This design comes from an exercise in tuning for small area, a short achievable clock period and few clock cycles per item on the open sky130 flow, not from production work.
In this exercise RTL edits were held to simulation tests only and were not proved equivalent to the original.

==> flow/design.v, too long to show whole: its modules and the start of the top module <==
// module winnow_key: 1951 lines
module winnow_key (
    input  wire        clk,
    input  wire        rst,
    input  wire        req_valid,
    output wire        req_ready,
    input  wire [31:0] req_period,
    input  wire [9:0]  req_n_inst,
    input  wire [15:0] req_i_pred,
    input  wire        req_pol,
    input  wire [15:0] req_p_sw,
    input  wire [7:0]  req_k_th,
    input  wire [7:0]  req_th_code,
    input  wire        cell_valid,
    output wire        cell_ready,
    input  wire        cell_last,
    input  wire [15:0] cell_vcap,
    input  wire [18:0] cell_tau,
    input  wire [23:0] cell_cgain,
    input  wire [7:0]  cell_temp,
    input  wire        cell_ins,
    input  wire [9:0]  cell_pos,
    output reg         out_valid,
    output reg         out_last,
    output reg  [33:0] out_ck
);
  // ...
==> flow/run.sh <==
#!/bin/bash
# synth_recipe.tcl (not shown) runs the flow's synth.tcl, then flattens the netlist and writes it again
# the make line also repeats each setting of config.mk as NAME=value (left out here)
make -C /OpenROAD-flow-scripts/flow DESIGN_CONFIG=/design/flow/config.mk WORK_HOME=/design/flow/orfs CLKGATE_MAP_FILE= SYNTH_SCRIPT=/design/flow/synth_recipe.tcl finish
==> flow/config.mk <==
export PLATFORM = sky130hd
export DESIGN_NAME = winnow_key
export DESIGN_NICKNAME = winnow_key
export VERILOG_FILES = /design/flow/design.v
export SDC_FILE = /design/flow/constraint.sdc
export NUM_CORES = 4
export LEC_CHECK = 0
export CAP_MARGIN = 20
export CORE_MARGIN = 2
export CORE_UTILIZATION = 40
export SLEW_MARGIN = 20
==> flow/constraint.sdc <==
create_clock -name core_clock -period 25.0 [get_ports {clk}]
set_input_delay 5.0000 -clock core_clock [delete_from_list [all_inputs] [get_ports {clk}]]
set_output_delay 5.0000 -clock core_clock [all_outputs]
set_load 0.01 [all_outputs]
==> flow_metrics.env, run 1 <==
export IMPL_design_seq_count=373
export IMPL_nClkBuffers=60
export IMPL_timing_critical_path_to="b_vs[17]$_DFF_P_"
export IMPL_period_share_pct=30.76
export IMPL_synthTopCellsByArea="fa_1 21%, dfxtp_1 13%, ha_1 9.3%"
export IMPL_holdPathStages=0
export IMPL_grt_busiest_layer="met2"
export IMPL_synth_area_leader_cell="fa_1"
export IMPL_max_stage_delay_ps=770
export IMPL_cp_num_buf_inv=5
export IMPL_htreeDepth=2
export IMPL_finClkSkew_ps=43.33
export IMPL_largest_class="multi-input combinational cells"
export IMPL_final_core_util_pct=44.53
export IMPL_synth_cell_types=88
export IMPL_fin_ws_ps=17310
export IMPL_wl_met2_um=60940
export IMPL_post_cts_resized=0
export IMPL_register_area_um2=8150
export IMPL_die_h_um=343.5
export IMPL_grt_met3_usage_pct=4.344
export IMPL_die_x_um=343.5
export IMPL_status="finished clean"
export IMPL_use_met1_pct=31.03
Testbench counts, summed over its fixed seeds: cycles 12,040, items 11,512.
==> run 2: changes to the inputs <==
--- a/flow/config.mk
+++ b/flow/config.mk
@@ -7,2 +7,3 @@
 export LEC_CHECK = 0
+export ABC_AREA = 1
 export CAP_MARGIN = 20
==> run 2 against run 1 <==
Clock-buffer cell count decreased by 4. Non-clock buffer count decreased by 42. Synthesized cell count increased by 7.9%. Sequential share of layout area increased by 0.078 points. Clock skew decreased by 14 ps. Hold slack improved by 24 ps. Cell area decreased by 0.50%. Maximum frequency increased by 17%. Still clean. Worst setup slack improved by 1100 ps. Via count increased by 1.8%. Register-to-register slack improved by 1100 ps. Critical path type unchanged.
==> flow_metrics.env, run 2 <==
export IMPL_status="finished clean"
export IMPL_cp_num_buf_inv=6
export IMPL_final_cell_mix="1194 x inv_1, 590 x nand2_1, 547 x o22ai_1, 495 x fa_1, 421 x xnor2_1"
export IMPL_grt_max_degree=70
export IMPL_areaGrowthSynthToFinish_pct=10.43
export IMPL_antenna_found_initial=2
export IMPL_clkTransAtPathRegs_ps=60
export IMPL_tightest_slew_ps=1111
export IMPL_reg_top3="a_t (43), out_ck (34), r_per (32)"
export IMPL_dp_cells=7165
export IMPL_largest_reg_flops=43
export IMPL_fin_ws_ps=18410
export IMPL_root_buffer="clkbuf_16"
export IMPL_arrival_ps=7080
export IMPL_ys_warn_count=2
export IMPL_cts_sinks=373
export IMPL_firstDrtPassIters=6
export IMPL_drtIter0Drc=3210
export IMPL_synth_area_leader_cell="fa_1"
export IMPL_die_area_um2=117400
export IMPL_min_period_ps=6590
export IMPL_max_freq_ghz=0.1517
export IMPL_num_rows=124
export IMPL_antenna_left=0
export IMPL_synthCells=5668
export IMPL_slew_headroom_pct=25.47
export IMPL_place_ws_ps=18470
export IMPL_post_cts_buffers=0
export IMPL_cp_start_kind="flop"
export IMPL_finClkSkew_ps=29.60
export IMPL_hp_class="reg2reg"
export IMPL_max_stage_delay_ps=550
export IMPL_end_kind="flop"
export IMPL_yosysSeqAreaShare_pct=17.76
export IMPL_slew_viol_final=0
export IMPL_drc_errors=0
export IMPL_vias=38387
export IMPL_yosysTopAreaCellShare_pct=21.60
export IMPL_critPathKind="reg2reg"
export IMPL_hold_violations=0
export IMPL_synth_net_count=6681
export IMPL_cts_hold_buf=0
export IMPL_die_h_um=342.7
export IMPL_cp_required_ps=25490
export IMPL_timing_hold_ws_ps=309.8
export IMPL_syn_area_um2=45880
export IMPL_period_share_pct=26.36
export IMPL_finalNonFillerCells=7250
export IMPL_htreeDepth=2
export IMPL_wl_per_cell_um=19.56
export IMPL_cpMaxStageDelayCell="nand2_1"
export IMPL_synth_edf_count=68
export IMPL_synth_cell_types=64
export IMPL_drive_above_1_share_pct=3.817
export IMPL_cts_buffer_depth=3
export IMPL_fin_nets=6713
export IMPL_synth_main_ff_cell="dfxtp_1"
export IMPL_clock_latency_ps=630
export IMPL_initial_core_util_pct=40.23
export IMPL_grt_use_total_pct=24.01
export IMPL_mostFrequentLayoutCell="inv_1"
export IMPL_syn_area_per_cell_um2=8.094
export IMPL_yosysMostFrequentCell="inv_1"
export IMPL_maxCapViolations=0
export IMPL_synth_top_cells_by_count="1195 x inv_1, 590 x nand2_1, 547 x o22ai_1"
export IMPL_largest_register="a_t"
export IMPL_gp_congestion=0.9827
export IMPL_ios=212
export IMPL_cts_made_buffers=45
export IMPL_rsz0062_at_grt="no"
export IMPL_hpwl_um=114000
export IMPL_post_cts_resized=0
export IMPL_coreArea_um2=114000
export IMPL_synthTopCellsByArea="fa_1 22%, dfxtp_1 13%, inv_1 9.8%"
export IMPL_gr_total_overflow=0
export IMPL_setup_tns_ps=0
export IMPL_die_x_um=342.7
export IMPL_via_per_inst=5.295
export IMPL_wl_um=141800
export IMPL_synthArstFlopShare_pct=0
export IMPL_critPathMaxFanout=30
export IMPL_critical_path_top_delay_family="adder cells"
export IMPL_ys_seq_elements=373
export IMPL_first_global_vias=38533
export IMPL_cts_tree="built"
export IMPL_crit_chain="buf_4, inv_1, o21ai_0, nand2_1, o22ai_1, inv_1, fa_1, fa_1, fa_1, inv_1, fa_1, inv_1, fa_1, inv_1, ha_1, a21oi_1, o21ai_0, a21oi_1, nand2_1, a21oi_2, o21bai_2, a21oi_1, o21bai_1, xor2_1"
export IMPL_setup_viol=0
export IMPL_port_buffers=211
export IMPL_grt_pass1_wl_um=220100
run 2: cell types whose count changed after synthesis, moves of 66 or more:
cell      before   now
clkbuf_1     324   173
o221a_2       66     0
o22ai_1      180   547
xnor2_1      228   421
nand2_1      228   590
nor2_1       435   226
a221oi_1     137     4
a22oi_1      134     0
a22o_1        85     0
a21oi_1      199   271
inv_1        724  1195
run 2: layout make-up:
type	instances	area (µm²)
well taps	1512	1892
flip-flops and latches	373	8149
multi-input cells	3787	31980
fillers	11407	63370
clock buffers	56	1292
clock inverters	28	285.3
diodes	1	2.502
repair buffers	247	2382
inverters	1246	4682
run 2: logic make-up after synthesis:
| logic type | synth area share, % |
|---|---|
| buffers and inverters | 12.55 |
| adders and majority gates | 30.98 |
| xor gates and xnor gates | 13.70 |
| AOI/OAI and AO/OA | 15.34 |
| and+or+nand+nor | 9.666 |
| DFF | 17.76 |
run 2: per-layer routing:
layer	wire [µm]	GRT usage (%)	vias up	part of all wire [%]
met2	64340	39.09	1413	45
met1	61470	31.93	18444	43
met5	0	0	-	0
li1	-	-	18265	-
met3	10750	4.438	265	7.6
met4	5266	8.342	0	3.7
run 2: through the flow:
stage	instance area (µm²)	util, %
finish	50660	44.43
global route	50660	44.43
global placement	49080	43.04
floorplan	45880	-
detailed placement	49080	43.04
CTS	50660	44.43
run 2: path summary, 6_finish.rpt:
path	start	end	slack, ps	depth (start not counted)
max reg2reg	s0_tau[1]$_DFF_P_	a_t[36]$_DFF_P_	18410	24
min	a_ins$_DFF_P_	b_ins$_DFF_P_	310	0
max	s0_tau[1]$_DFF_P_	a_t[36]$_DFF_P_	18410	24
min reg2reg	a_ins$_DFF_P_	b_ins$_DFF_P_	310	0
run 2: worst register-to-register path, stage by stage, from the launching register on:
cell	delay, ps
dfxtp_2	310
buf_4	400
inv_1	280
o21ai_0	130
nand2_1	550
o22ai_1	300
inv_1	90
fa_1	490
fa_1	430
fa_1	540
inv_1	50
fa_1	480
inv_1	60
fa_1	500
inv_1	40
ha_1	350
a21oi_1	220
o21ai_0	110
a21oi_1	130
nand2_1	80
a21oi_2	210
o21bai_2	110
a21oi_1	310
o21bai_1	120
xor2_1	160
==> run 3: changes to the inputs <==
==> flow/flow/run.sh (new file) <==
#!/bin/bash
set -euo pipefail
bash standard.sh "BUFFER_PORTS_ARGS=-buffer_cell sky130_fd_sc_hd__buf_4" finish > flow_make.log 2>&1
==> flow/standard.sh (new file) <==
#!/bin/bash
# synth_recipe.tcl (not shown) runs the flow's synth.tcl, then flattens the netlist and writes it again
# the make line also repeats each setting of config.mk as NAME=value (left out here)
make -C /OpenROAD-flow-scripts/flow DESIGN_CONFIG=/design/flow/config.mk WORK_HOME=/design/flow/orfs CLKGATE_MAP_FILE= SYNTH_SCRIPT=/design/flow/synth_recipe.tcl "${@:-finish}"
removed: flow/run.sh
==> run 3 against run 2 <==
Critical path type unchanged. Synthesized cell count is the same. Sequential cell count is the same. Worst setup slack gained 29 ps. Hold slack gained 11 ps. Utilization shrank 0.46 points. Via count shrank 0.71%. Die area is the same.
==> flow_metrics.env, run 3 <==
export IMPL_status="finished clean"
export IMPL_cts_tree="built"
export IMPL_die_x_um=342.7
export IMPL_grt_max_degree=73
export IMPL_synth_area_leader_cell="fa_1"
export IMPL_syn_area_per_cell_um2=8.094
export IMPL_post_cts_buffers=0
export IMPL_fin_ws_ps=18440
export IMPL_htreeDepth=2
export IMPL_via_per_inst=5.254
export IMPL_rr_worst_depth=24
export IMPL_num_rows=124
export IMPL_place_ws_ps=18430
export IMPL_period_share_pct=26.24
export IMPL_synth_main_ff_cell="dfxtp_1"
export IMPL_holdPathStages=0
export IMPL_cp_start_kind="flop"
export IMPL_clkTransAtPathRegs_ps=60
export IMPL_largest_register="a_t"
export IMPL_final_cell_area_um2=50140
export IMPL_synthTopCellsByArea="fa_1 22%, dfxtp_1 13%, inv_1 9.8%"
export IMPL_critPathMaxFanout=30
export IMPL_clock_latency_ps=630
export IMPL_final_core_util_pct=43.97
export IMPL_synth_top_cells_by_count="1195 x inv_1, 590 x nand2_1, 547 x o22ai_1"
export IMPL_min_period_ps=6561
export IMPL_antenna_left=0
export IMPL_slew_viol_final=0
export IMPL_fin_nets=6715
export IMPL_reg_top3="a_t (43), out_ck (34), r_per (32)"
export IMPL_final_cell_mix="1194 x inv_1, 590 x nand2_1, 547 x o22ai_1, 495 x fa_1, 421 x xnor2_1"
export IMPL_drive_above_1_share_pct=7.455
export IMPL_die_area_um2=117400
export IMPL_yosysTopAreaCellShare_pct=21.60
export IMPL_root_buffer="clkbuf_16"
export IMPL_drtIter0Drc=2757
export IMPL_rsz0062_at_grt="no"
export IMPL_ios=212
export IMPL_cts_hold_buf=0
export IMPL_wl_um=136600
export IMPL_mostFrequentLayoutCell="inv_1"
export IMPL_port_buffers=211
export IMPL_grt_use_total_pct=23.11
export IMPL_synthArstFlopShare_pct=0
export IMPL_synthCells=5668
export IMPL_synth_cell_types=64
export IMPL_areaGrowthSynthToFinish_pct=9.284
export IMPL_critPathKind="reg2reg"
export IMPL_yosysSeqAreaShare_pct=17.76
export IMPL_slew_headroom_pct=27.43
export IMPL_wl_per_cell_um=18.83
export IMPL_placed_area_um2=48550
export IMPL_grt_pass1_wl_um=214000
export IMPL_vias=38116
export IMPL_cp_required_ps=25510
export IMPL_drc_errors=0
export IMPL_dp_cells=7165
export IMPL_hold_violations=0
export IMPL_die_h_um=342.7
export IMPL_synth_edf_count=68
export IMPL_gp_congestion=0.9499
export IMPL_firstDrtPassIters=7
export IMPL_yosysMostFrequentCell="inv_1"
export IMPL_hpwl_um=110300
export IMPL_post_cts_resized=0
export IMPL_setup_tns_ps=0
export IMPL_maxCapViolations=0
export IMPL_cts_sinks=373
export IMPL_tightest_slew_ps=1089
export IMPL_finClkSkew_ps=30.99
export IMPL_syn_area_um2=45880
export IMPL_end_kind="flop"
export IMPL_arrival_ps=7070
export IMPL_initial_core_util_pct=40.23
export IMPL_first_global_vias=38309
export IMPL_largest_reg_flops=43
export IMPL_hp_class="reg2reg"
export IMPL_setup_viol=0
export IMPL_cts_made_buffers=47
export IMPL_ys_seq_elements=373
export IMPL_cts_buffer_depth=3
export IMPL_coreArea_um2=114000
export IMPL_ys_warn_count=2
export IMPL_gr_total_overflow=0
export IMPL_max_freq_ghz=0.1524
export IMPL_timing_hold_ws_ps=321.0
export IMPL_antenna_found_initial=1
export IMPL_synth_net_count=6681
export IMPL_final_fill_count=11459
export IMPL_finalNonFillerCells=7255
-- run 3: logic make-up after synthesis --
logic type	count (synthesis)	share of synthesized area (%)
AND/OR/NAND/NOR	1047	9.666
XOR/XNOR	716	13.70
flip-flops	373	17.76
AO/OA/AOI/OAI	1185	15.34
buffers and inverters	1508	12.55
adder cells (fa/ha/maj)	839	30.98
-- run 3: final cells by class --
cell class,instances,area (µm²),area share (%)
timing repair buffer,247,1854,3.699
clock buffer,63,1344,2.680
tap,1512,1892,3.773
multi-input combinational,3787,31980,63.78
inverter,1246,4682,9.339
antenna,2,5.005,0.009983
clock inverter,25,232.7,0.4642
sequential,373,8149,16.25
-- run 3: critical path, cell delays in order, from the launching register on --
cell and delay [ps]:
dfxtp_2 320, buf_4 410, inv_1 260, o21ai_0 130, nand2_1 560, o22ai_1 310
inv_1 90, fa_1 480, fa_1 440, fa_1 540, inv_1 50, fa_1 470
inv_1 50, fa_1 490, inv_1 40, ha_1 340, a21oi_1 210, o21ai_0 120
a21oi_1 120, nand2_1 80, a21oi_2 220, o21bai_2 110, a21oi_1 310, o21ai_1 120
xor2_1 160
-- run 3: metal layers --
layer	GRT usage [%]	wire, µm	share of wire (%)	vias to the layer above
met2	36.87	61420	45	1379
met1	31.23	59370	43	18241
li1	-	-	-	18254
met4	8.717	5041	3.7	0
met5	0	0	0	-
met3	4.095	10770	7.9	242
-- run 3: worst paths after layout --
path,start,end,slack [ps]
hold / removal,a_pos[7]$_DFF_P_,b_pos[7]$_DFF_P_,320
setup reg to reg,s0_tau[1]$_DFF_P_,a_t[40]$_DFF_P_,18440
hold reg to reg,a_pos[7]$_DFF_P_,b_pos[7]$_DFF_P_,320
setup / recovery,s0_tau[1]$_DFF_P_,a_t[40]$_DFF_P_,18440

-- separate check: timing with driven ports --
No port has a modelled driver above. Below, the same layouts with a new extraction and two added sets of constraints. Step 1 assumes that a clkbuf_16 drives the clock port and a buf_2 every other input. Step 2 times the ports against the registers' clock, not the clock port: input delays grow and output delays shrink by t, the midpoint of the rising clock arrivals with the driver on. a / b / c = ideal ports / drivers / drivers and shift; a / b = the first two.
run | t, ns | setup slack, ns | worst data-port slew with drivers (ns) | cell pins on the clock port's net
run 1 | 0.680 | 17.310 / 17.310 / 17.310 | 0.15 | 1
run 2 | 0.685 | 18.410 / 18.385 / 18.410 | 0.09 | 1
run 3 | 0.697 | 18.439 / 18.439 / 18.439 | 0.09 | 1
After both steps setup and hold are still met in every run listed.
